Context: an optimization exercise on an open-source flow, tuned for small area. The choices shown serve that exercise and are no tape-out recipe.
Function was checked by simulation only, so behaviour that the tests miss may differ from the original.
Power and IR drop assume default switching activity.

## v53
Design spw_breaker, start of the top module:
module spw_breaker (
    input             clk,
    input             rst,           
    input             cfg_we,
    input             cfg_re,
    input      [3:0]  cfg_addr,
    input      [31:0] cfg_wdata,
    output reg [31:0] cfg_rdata,
    input             en,            
    input             smp_valid,
    input      [11:0] smp_i,         
    output reg        trip,
    output     [1:0]  trip_cause,    
    output     [7:0]  trip_point,    
    output     [11:0] trip_i,        
    output            inrush_active
);
clock: 14.0 ns
lec_check: 0
cap_margin: 20
core_margin: 2
core_utilization: 55
place_density: 0.65
slew_margin: 20
standard.sh (not shown) runs the stock make flow with config.mk's settings and CLKGATE_MAP_FILE= SYNTH_SCRIPT=/design/flow/synth_recipe.tcl, a recipe that flattens the netlist after the stock synthesis.
==> flow/flow/run.sh <==
#!/bin/bash
# Own layout flow: the standard synthesis with an area-oriented ABC mapping of
# the combinational logic (registers are mapped before ABC and stay as the
# standard synthesis makes them), then the standard layout steps with
# smaller port buffers and a clock tree without dummy loads.
set -euo pipefail
W=$(pwd)
F=$W/flow

# ---- synthesis
cat > $W/own_synth.tcl <<EOF
proc abc {args} {
  set i [lsearch -exact \$args -script]
  if {\$i >= 0} { lset args [expr {\$i+1}] $F/abc_area.script }
  yosys abc {*}\$args
}
source $W/synth_recipe.tcl
EOF
make -C $FLOW_HOME DESIGN_CONFIG=$W/config.mk WORK_HOME=$W/orfs CLKGATE_MAP_FILE= \
  SYNTH_SCRIPT=$W/own_synth.tcl synth > $W/synth.log 2>&1

# ---- layout
export BUFFER_PORTS_ARGS="-buffer_cell sky130_fd_sc_hd__buf_1"
export CTS_ARGS="-sink_clustering_enable -repair_clock_nets -dont_use_dummy_load -buf_list {sky130_fd_sc_hd__clkbuf_8} -sink_clustering_size ${OWN_CLUSTER_SIZE:-16} -sink_clustering_max_diameter ${OWN_CLUSTER_DIAM:-40}"
bash $W/standard.sh > $W/layout.log 2>&1
==> flow/flow/abc_area.script <==
strash
dc2
dc2
dch -f
amap -m
topo
dnsize -c
Changes in v16 relative to v53:
Settings: changing CORE_UTILIZATION from 55 to 60; changing PLACE_DENSITY from 0.65 to 0.68.
--- a/flow/flow/run.sh
+++ b/flow/flow/run.sh
@@ -22,4 +22,4 @@
 # ---- layout
 export BUFFER_PORTS_ARGS="-buffer_cell sky130_fd_sc_hd__buf_1"
-export CTS_ARGS="-sink_clustering_enable -repair_clock_nets -dont_use_dummy_load -buf_list {sky130_fd_sc_hd__clkbuf_8} -sink_clustering_size ${OWN_CLUSTER_SIZE:-16} -sink_clustering_max_diameter ${OWN_CLUSTER_DIAM:-40}"
+export CTS_ARGS="-sink_clustering_enable -repair_clock_nets -dont_use_dummy_load -buf_list {sky130_fd_sc_hd__clkbuf_4} -sink_clustering_size ${OWN_CLUSTER_SIZE:-10} -sink_clustering_max_diameter ${OWN_CLUSTER_DIAM:-35}"
 bash $W/standard.sh > $W/layout.log 2>&1
## What came out
- v16 finished every stage and its layout cleared the timing, DRC and antenna checks.
- From v53 to v16 the numbers moved as follows: non-clock buffer count lost 7, clock share of power decreased by 3.8 points relative to the old numbers.
- Between v53 and v16, the flow reports count of routing violations after the opening detailed-route iteration decreasing by a few percent.
- Compared to v53, v16 has combinational fraction of design power 0.9 points higher.
- Power in v16 is 5.3% lower than in v53
- Post-route clock period utilization (lower): v16
- Measured against each other, v16 and v53 differ in slew at the pin closest to its max-slew limit, the higher figure coming from v16.
- On average cell area after synthesis, v16 and v53 are basically level.
- The higher global-route usage of v16 and v53 is in v16.
- On first-pass GRT wire length, the lower figure sits with v16, not v53.
#### Input delta (v42 over v16)
Settings: PLACE_DENSITY now 0.72, was 0.68; CORE_UTILIZATION now 65, was 60.
--- a/flow/flow/run.sh
+++ b/flow/flow/run.sh
@@ -22,4 +22,4 @@
 # ---- layout
 export BUFFER_PORTS_ARGS="-buffer_cell sky130_fd_sc_hd__buf_1"
-export CTS_ARGS="-sink_clustering_enable -repair_clock_nets -dont_use_dummy_load -buf_list {sky130_fd_sc_hd__clkbuf_4} -sink_clustering_size ${OWN_CLUSTER_SIZE:-10} -sink_clustering_max_diameter ${OWN_CLUSTER_DIAM:-35}"
+export CTS_ARGS="-sink_clustering_enable -repair_clock_nets -dont_use_dummy_load -buf_list {sky130_fd_sc_hd__clkbuf_4 sky130_fd_sc_hd__clkbuf_8} -sink_clustering_size ${OWN_CLUSTER_SIZE:-20} -sink_clustering_max_diameter ${OWN_CLUSTER_DIAM:-50}"
 bash $W/standard.sh > $W/layout.log 2>&1
### Flow results
- v42: routed length on met2 is 5.1% lower than what v16 reported.
- The part of the power in the clock network number comes out higher for v16 vs v42.
- Buffering stage count on the worst path with inverters included: v42 vs v16 down 1
- v42 vs v16 — total routed wirelength rose 2700 um.
- Re net switching fraction of the power: v16 was higher than v42.
- Multi-input gate share of the layout cell area sits higher in v42 than in v16.
Changes in v28 relative to v42:
Settings: PLACE_DENSITY now 0.68, was 0.72; CORE_UTILIZATION now 60, was 65.
--- a/flow/flow/run.sh
+++ b/flow/flow/run.sh
@@ -22,4 +22,4 @@
 # ---- layout
 export BUFFER_PORTS_ARGS="-buffer_cell sky130_fd_sc_hd__buf_1"
-export CTS_ARGS="-sink_clustering_enable -repair_clock_nets -dont_use_dummy_load -buf_list {sky130_fd_sc_hd__clkbuf_4 sky130_fd_sc_hd__clkbuf_8} -sink_clustering_size ${OWN_CLUSTER_SIZE:-20} -sink_clustering_max_diameter ${OWN_CLUSTER_DIAM:-50}"
+export CTS_ARGS="-sink_clustering_enable -repair_clock_nets -dont_use_dummy_load -buf_list {sky130_fd_sc_hd__clkbuf_4 sky130_fd_sc_hd__clkbuf_8} -sink_clustering_size ${OWN_CLUSTER_SIZE:-14} -sink_clustering_max_diameter ${OWN_CLUSTER_DIAM:-45}"
 bash $W/standard.sh > $W/layout.log 2>&1
--- outcome ---
Every run (v42 and v28) finished clean. [compare] base=v42 new=v28: post-route total power climbed 5.1%, number of enable-type register cells in the synthesized netlist has remained practically unchanged, worst setup slack after layout rose by 99 ps, fraction of area in registers went down by 0.58 points, cell internal power dissipation climbed 160 uW. Taking v42 as the reference point, the count of non-CTS buffers in the layout of v28 falls by 2.

[what the ideal ports hide]
Ports are ideal in the flow. The routed layouts listed here were re-timed in OpenROAD. Step 1: set_driving_cell puts a clkbuf_16 on clk and a buf_2 on each other input, an assumption about the parent block. Step 2 adds t to the input delays and takes it off the output delays; t is the mean of the earliest and latest rising clock arrival at the registers after step 1. Input paths then give back, and output paths get back, about the clock's delay inside the block. Slacks: no drivers / after step 1 / after step 2; pairs: no drivers / after step 1.
| run | t (ns) | setup slack, ns | worst setup path after step 2 | latest minus earliest clock arrival (ns) | cell pins on the clock port's net |
|---|---|---|---|---|---|
| v53 | 0.715 | 1.620 / 1.655 / 0.940 | input to register | 0.066 / 0.067 | 1 |
| v16 | 0.976 | 1.731 / 1.752 / 0.777 | input to register | 0.135 / 0.135 | 1 |
| v42 | 0.728 | 1.407 / 1.426 / 0.697 | input to register | 0.074 / 0.075 | 1 |
| v28 | 0.718 | 1.505 / 1.525 / 0.808 | input to register | 0.047 / 0.047 | 1 |
After both steps every run listed still meets setup and hold. For v16, which loses most, drivers alone change the setup slack by +0.021 ns; drivers and shift together by -0.954 ns.
